What follows belongs to an exercise in optimizing a design on an open flow for small area and a short achievable clock period; a production flow would make more cautious choices. The RTL was checked by simulation tests, not by an equivalence proof against the original design.

==> flow/design.v (excerpt) <==
module ecc80_codec (
    input  wire        clk,
    input  wire        rst,
    input  wire        enc_valid_i,
    input  wire [63:0] enc_data_i,
    output reg         enc_valid_o,
    output reg  [15:0] enc_check_o,
    input  wire        dec_valid_i,
    input  wire [79:0] dec_cw_i,
    output reg         dec_valid_o,
    output reg  [63:0] dec_data_o,
    output reg  [15:0] dec_check_o,
    output reg  [1:0]  dec_err_o
);
    wire [234:0] exa;
    assign exa[0] = enc_data_i[11] ^ enc_data_i[57];
    assign exa[1] = enc_data_i[44] ^ exa[0];
    assign exa[2] = enc_data_i[24] ^ enc_data_i[29];
    assign exa[3] = enc_data_i[6] ^ enc_data_i[31];
    assign exa[4] = enc_data_i[25] ^ enc_data_i[47];
    assign exa[5] = enc_data_i[43] ^ enc_data_i[45];
    assign exa[6] = enc_data_i[30] ^ exa[4];
    assign exa[7] = enc_data_i[1] ^ enc_data_i[10];
    assign exa[8] = enc_data_i[22] ^ enc_data_i[63];
    assign exa[9] = enc_data_i[13] ^ enc_data_i[46];
    assign exa[10] = enc_data_i[12] ^ enc_data_i[48];
    assign exa[11] = enc_data_i[19] ^ enc_data_i[21];
    assign exa[12] = enc_data_i[4] ^ enc_data_i[9];
    assign exa[13] = enc_data_i[26] ^ exa[1];
    assign exa[14] = enc_data_i[5] ^ enc_data_i[60];
    assign exa[15] = enc_data_i[23] ^ enc_data_i[40];
    assign exa[16] = enc_data_i[49] ^ enc_data_i[62];
    assign exa[17] = enc_data_i[32] ^ exa[13];
  ...
Size: about 380 flip-flops, ~17000 sq um of cells after synthesis.
==> flow/config.mk <==
export PLATFORM = sky130hd
export DESIGN_NAME = ecc80_codec
export DESIGN_NICKNAME = ecc80_codec
export VERILOG_FILES = /design/flow/design.v
export SDC_FILE = /design/flow/constraint.sdc
export NUM_CORES = 4
export LEC_CHECK = 0
export CAP_MARGIN = 20
export CORE_MARGIN = 2
export CORE_UTILIZATION = 55
export PLACE_DENSITY = 0.7
export SLEW_MARGIN = 70
==> flow/constraint.sdc <==
create_clock -name core_clock -period 22.0 [get_ports {clk}]
set_input_delay 4.4000 -clock core_clock [delete_from_list [all_inputs] [get_ports {clk}]]
set_output_delay 4.4000 -clock core_clock [all_outputs]
set_load 0.01 [all_outputs]
standard.sh (not shown) runs the stock make flow with config.mk's settings and CLKGATE_MAP_FILE= SYNTH_SCRIPT=/design/flow/synth_recipe.tcl, a recipe that flattens the netlist after the stock synthesis.
==> flow/flow/run.sh <==
#!/bin/bash
# The standard layout (the standard.sh), with four changes:
#  - synthesis maps the logic with flow/abc_map.script (an area-oriented ABC
#    mapping: dch, map -a, then ABC's own buffering and sizing) in place of
#    ORFS's abc_speed.script. It runs on a copy of ORFS's scripts folder in
#    which only abc_speed.script is replaced; flip-flops are mapped before ABC
#    runs, so the registers are exactly those of the standard synthesis;
#  - synthesis runs without Yosys's extract_fa (ADDER_MAP_FILE empty), so the
#    parity and GF(2^7) logic is not cut into half-adder cells before ABC;
#  - clock tree synthesis runs without dummy loads (-dont_use_dummy_load),
#    with sink clusters of at most 25 sinks and 70 um;
#  - the buffers that buffer_ports puts on every input and output port are
#    sky130_fd_sc_hd__buf_1 instead of the cell OpenROAD picks by default.
# Each make call's whole output goes to its own log in the work folder
# (synth.log, standard.log); ORFS also keeps each step's log under orfs/logs/.
set -euo pipefail
cd "$(dirname "$0")/.."
rm -rf synth_scripts
cp -r "$FLOW_HOME/scripts" synth_scripts
cp flow/abc_map.script synth_scripts/abc_speed.script
bash standard.sh "ADDER_MAP_FILE=" "SCRIPTS_DIR=$PWD/synth_scripts" synth > synth.log 2>&1
bash standard.sh "ADDER_MAP_FILE=" "BUFFER_PORTS_ARGS=-buffer_cell sky130_fd_sc_hd__buf_1" \
    "CTS_ARGS=-sink_clustering_enable -repair_clock_nets -dont_use_dummy_load -sink_clustering_size 25 -sink_clustering_max_diameter 70" finish > standard.log 2>&1
==> flow/flow/abc_map.script <==
strash
dch
map -a
topo
stime -c
buffer -c
upsize -c
dnsize -c
Edit:
SLEW_MARGIN = 78   (was 70)
What happened: The new run passed the timing, design-rule and antenna checks. Synthesized area is unchanged. Core utilization grows by 4.9 points. Design area climbs by a little under a tenth. Cell count rose slightly. Synthesized cell count is unchanged. Die area is unchanged.

* * *

## amber
ecc80_codec, a different RTL version from the one above (not shown whole).
Size in the first run: about 1800 cells after synthesis, ~360 flip-flops, ~250 I/O pins.
clock: 22.0 ns
lec_check: 0
cap_margin: 20
core_margin: 2
core_utilization: 55
place_density: 0.7
slew_margin: 40
Scripts as last shown in full above: flow/flow/run.sh, flow/flow/abc_map.script
Modified inputs, maple compared to amber
- a change of SLEW_MARGIN from 40 to 85
Findings:
Re post-synthesis cell type count: no difference whatsoever between amber and maple.
As far as last weighted congestion value of the routability-driven placer goes, amber and maple are indistinguishable; the numbers are identical.
amber -> maple: share of synthesized cell area in and, or, nand and nor gates delta 0, exact match
Between maple and amber, the number of core rows does not differ in any meaningful way.
The run showing the smaller detailed-placement wirelength estimate is amber.
Synthesis-stage register bit count of amber is on par with maple.
On maple: number of placed instances with taps included is 300 higher than what amber gave.
NOTE: pre-CTS setup slack in maple falls short of that of amber
For maple, the flow was terminated by a tool error in global routing (5_1_grt) and produced no final design.
For number of sinks on the clock net, maple and amber come out practically identical.
Chip height came out exactly the same in amber and maple.
Setup changes, maple to quartz
- SLEW_MARGIN now 70, was 85
-- flow/flow/run.sh --
<<< maple, line 10
#  - clock tree synthesis runs without dummy loads (-dont_use_dummy_load),
#    with sink clusters of at most 25 sinks and 70 um;
>>> quartz, line 10
#  - clock tree synthesis runs without dummy loads (-dont_use_dummy_load);
<<< maple, line 23
    "CTS_ARGS=-sink_clustering_enable -repair_clock_nets -dont_use_dummy_load -sink_clustering_size 25 -sink_clustering_max_diameter 70" finish > standard.log 2>&1
>>> quartz, line 22
    "CTS_ARGS=-sink_clustering_enable -repair_clock_nets -dont_use_dummy_load" finish > standard.log 2>&1
## What came out
Both conditions hold for quartz: the flow ran to the end and the final layout passed the timing, design-rule and antenna checks.
As far as floorplan die height goes, quartz and maple are indistinguishable; the numbers are identical.
Cmp quartz vs maple: cell count after placement lower in quartz
Reported for maple and quartz, number of buffers between clock root and the deepest sink turned out identical to the last digit.
Between maple and quartz, the difference in area after synthesis is negligible.
Input-level comparison between lagoon and quartz:
- swapping 0.7 for 0.8 in PLACE_DENSITY
- swapping 55 for 65 in CORE_UTILIZATION
-- flow/flow/run.sh --
<<< quartz, line 10
#  - clock tree synthesis runs without dummy loads (-dont_use_dummy_load);
>>> lagoon, line 10
#  - clock tree synthesis runs without dummy loads (-dont_use_dummy_load),
#    with sink clusters of at most 25 sinks and 70 um;
<<< quartz, line 22
    "CTS_ARGS=-sink_clustering_enable -repair_clock_nets -dont_use_dummy_load" finish > standard.log 2>&1
>>> lagoon, line 23
    "CTS_ARGS=-sink_clustering_enable -repair_clock_nets -dont_use_dummy_load -sink_clustering_size 25 -sink_clustering_max_diameter 70" finish > standard.log 2>&1
### Flow results
Going from quartz to lagoon, critical path required time +20 ps; filler cell count in the final layout -650.
Reported for quartz and lagoon, area after synthesis turned out identical to the last digit.
lagoon: fmax higher than quartz
In lagoon, worst setup slack is higher than in quartz.
Summary of lagoon over quartz: proportion of cell area occupied by registers climbed 0.92 points; overall routed net length barely changed.

* * *

harbor:
RTL: one of the versions met above, not the one the previous note started from.
Size: roughly 1700 cells after synthesis, roughly 380 flip-flops, about 250 I/O pins, about 17000 µm² of cells after synthesis.
clock: 22.0 ns
lec_check: 0
cap_margin: 20
core_margin: 2
core_utilization: 55
place_density: 0.7
slew_margin: 70
==> flow/flow/run.sh <==
#!/bin/bash
# The standard layout (the standard.sh), with four changes:
#  - synthesis maps the logic with flow/abc_map.script (an area-oriented ABC
#    mapping: dch, map -a, then ABC's own buffering and sizing) in place of
#    ORFS's abc_speed.script. It runs on a copy of ORFS's scripts folder in
#    which only abc_speed.script is replaced; flip-flops are mapped before ABC
#    runs, so the registers are exactly those of the standard synthesis;
#  - synthesis runs without Yosys's extract_fa (ADDER_MAP_FILE empty), so the
#    parity and GF(2^7) logic is not cut into half-adder cells before ABC;
#  - clock tree synthesis runs without dummy loads (-dont_use_dummy_load),
#    with sink clusters of at most 25 sinks and 70 um;
#  - the buffers that buffer_ports puts on every input and output port are
#    sky130_fd_sc_hd__buf_1 instead of the cell OpenROAD picks by default.
# Each make call's whole output goes to its own log in the work folder
# (synth.log, standard.log); ORFS also keeps each step's log under orfs/logs/.
set -euo pipefail
cd "$(dirname "$0")/.."
rm -rf synth_scripts
cp -r "$FLOW_HOME/scripts" synth_scripts
cp flow/abc_map.script synth_scripts/abc_speed.script
bash standard.sh "ADDER_MAP_FILE=" "SCRIPTS_DIR=$PWD/synth_scripts" synth > synth.log 2>&1
bash standard.sh "ADDER_MAP_FILE=" "BUFFER_PORTS_ARGS=-buffer_cell sky130_fd_sc_hd__buf_1" \
    "CTS_ARGS=-sink_clustering_enable -repair_clock_nets -dont_use_dummy_load -sink_clustering_size 25 -sink_clustering_max_diameter 70" finish > standard.log 2>&1
==> flow/flow/abc_map.script <==
strash
dch
map -a -B 0.5
topo
stime -c
buffer -c
upsize -c
dnsize -c
The inputs of yarrow differ from those of harbor as listed below.
==> flow/flow/abc_map.script <==
strash
&get -n
&st
&dch
&nf -R 1000
&put
topo
stime -c
buffer -c
upsize -c
dnsize -c
[summary]
yarrow reached the end of the flow, and the finished layout is clean on the timing, design-rule and antenna checks. Compared with harbor, in yarrow via count of the first global-routing pass about even, routed via count -about 0.54%, relative slew slack rose 3.1 points, largest fanout on the critical path decreased by 15 relative to the old numbers. | total routed wirelength | harbor vs yarrow | ≈ equal |. Number of vias per cell after detailed routing in yarrow vs harbor: up 0.062. Worst hold slack: higher on yarrow. Sequential share of layout area (higher): harbor.
Edits applied to the flow inputs when going from yarrow to pepper:
diff --git a/flow/flow/run.sh b/flow/flow/run.sh
--- a/flow/flow/run.sh
+++ b/flow/flow/run.sh
@@ -21,3 +21,3 @@
 bash standard.sh "ADDER_MAP_FILE=" "SCRIPTS_DIR=$PWD/synth_scripts" synth > synth.log 2>&1
 bash standard.sh "ADDER_MAP_FILE=" "BUFFER_PORTS_ARGS=-buffer_cell sky130_fd_sc_hd__buf_1" \
-    "CTS_ARGS=-sink_clustering_enable -repair_clock_nets -dont_use_dummy_load -sink_clustering_size 25 -sink_clustering_max_diameter 70" finish > standard.log 2>&1
+    "CTS_ARGS=-sink_clustering_enable -repair_clock_nets -dont_use_dummy_load -sink_clustering_size 30 -sink_clustering_max_diameter 60" finish > standard.log 2>&1
==> flow/flow/abc_map.script <==
strash
dch
map -a
topo
stime -c
buffer -c
upsize -c
dnsize -c
==> notes.md <==
- yarrow → pepper: achievable frequency went up, synthesized cell count went up 128, die outline width barely changed, effective utilization at floorplan about even.
- Of yarrow and pepper, the run reporting the higher global routing usage summed across all routing layers was pepper.
- Looking at setup slack across yarrow and pepper, the one that comes out lower is yarrow.
- Compared with yarrow, in pepper number of different library cells in the post-synthesis netlist decreased by about 7.5% relative to the old numbers, routability-driven placement congestion ratio shrank by 0.017.
Input changes introduced in indigo (baseline for comparison: pepper):
Settings: changing CORE_UTILIZATION from 55 to 50; changing PLACE_DENSITY from 0.7 to 0.65.
diff --git a/flow/flow/run.sh b/flow/flow/run.sh
--- a/flow/flow/run.sh
+++ b/flow/flow/run.sh
@@ -21,3 +21,3 @@
 bash standard.sh "ADDER_MAP_FILE=" "SCRIPTS_DIR=$PWD/synth_scripts" synth > synth.log 2>&1
 bash standard.sh "ADDER_MAP_FILE=" "BUFFER_PORTS_ARGS=-buffer_cell sky130_fd_sc_hd__buf_1" \
-    "CTS_ARGS=-sink_clustering_enable -repair_clock_nets -dont_use_dummy_load -sink_clustering_size 30 -sink_clustering_max_diameter 60" finish > standard.log 2>&1
+    "CTS_ARGS=-sink_clustering_enable -repair_clock_nets -dont_use_dummy_load -sink_clustering_size 25 -sink_clustering_max_diameter 70" finish > standard.log 2>&1
Final HPWL from detailed placement went down slightly going from pepper to indigo. The run showing the greater total inserted antenna cells is indigo. Global-route usage sits lower in indigo than in pepper. Compared with pepper, die area in indigo increased by a little under 10%. STATUS core area: indigo loses against pepper. Diff pepper -> indigo: number of tap cells inserted now sits higher. Diff pepper and indigo: met2 global-route usage lower in indigo. | area added between synthesis and finish | indigo vs pepper | 0.51 points higher |.
The following lists how willow was set up differently from indigo:
Settings: swapping 50 for 55 in CORE_UTILIZATION; swapping 70 for 60 in SLEW_MARGIN; swapping 0.65 for 0.7 in PLACE_DENSITY.
Findings:
- Sort indigo and willow by placed cell area, descending, and indigo comes first.
- willow against indigo: cell area after layout dropped 2.4%, layout buffer count excluding clock buffers dropped about 2%, via count climbed about 0.6%.
- On core utilization, the higher figure sits with willow, not indigo.
- willow vs indigo, number of clock buffers in the layout went down by 3.8%.
- Delta (willow minus indigo): fraction of met1 tracks used by global routing saw an increase, number of well-tap cells placed dropped 12%.
- willow ends up with a number of standard cells in the final layout excluding fillers that is 60 lower than in indigo.

[port drivers added, routing unchanged]
No port has a modelled driver above. Below, the same layouts with a new extraction and two added sets of constraints.
Step 1 sets driving cells, clkbuf_16 on the clock port and buf_2 on the other inputs (assumed; they add their load-dependent delay and slew).
Step 2, shift: input delay + t, output delay - t, t = (earliest + latest rising clock arrival at the registers) / 2. This alone moves slack from input paths to output paths.
Three values: no drivers, after step 1, after step 2; two values: the first two.
| run | t (ns) | setup slack, ns | hold WS [ns] | latest minus earliest clock arrival (ns) |
|---|---|---|---|---|
| the first run of note 1 | 0.556 | 16.474 / 16.421 / 16.074 | 0.316 / 0.316 / 0.316 | 0.102 / 0.102 |
| the second run of note 1 | 0.579 | 16.173 / 16.173 / 16.021 | 0.292 / 0.292 / 0.292 | 0.084 / 0.084 |
| amber | 0.563 | 15.786 / 15.786 / 15.438 | 0.262 / 0.262 / 0.262 | 0.098 / 0.098 |
| quartz | 0.540 | 16.037 / 16.065 / 15.524 | 0.312 / 0.312 / 0.312 | 0.095 / 0.095 |
| lagoon | 0.559 | 16.187 / 16.187 / 15.669 | 0.280 / 0.280 / 0.280 | 0.070 / 0.069 |
| harbor | 0.576 | 16.331 / 16.331 / 16.063 | 0.278 / 0.278 / 0.278 | 0.086 / 0.086 |
| yarrow | 0.574 | 16.370 / 16.317 / 16.016 | 0.305 / 0.305 / 0.305 | 0.120 / 0.121 |
| pepper | 0.583 | 16.477 / 16.423 / 16.028 | 0.284 / 0.284 / 0.284 | 0.058 / 0.058 |
| indigo | 0.589 | 16.427 / 16.373 / 16.054 | 0.218 / 0.218 / 0.218 | 0.129 / 0.129 |
| willow | 0.583 | 16.294 / 16.294 / 15.903 | 0.317 / 0.317 / 0.317 | 0.073 / 0.073 |
After both steps every run listed still meets setup and hold. The setup slack of lagoon, which loses most, moves by 0.000 ns with the drivers and by -0.518 ns with both steps.
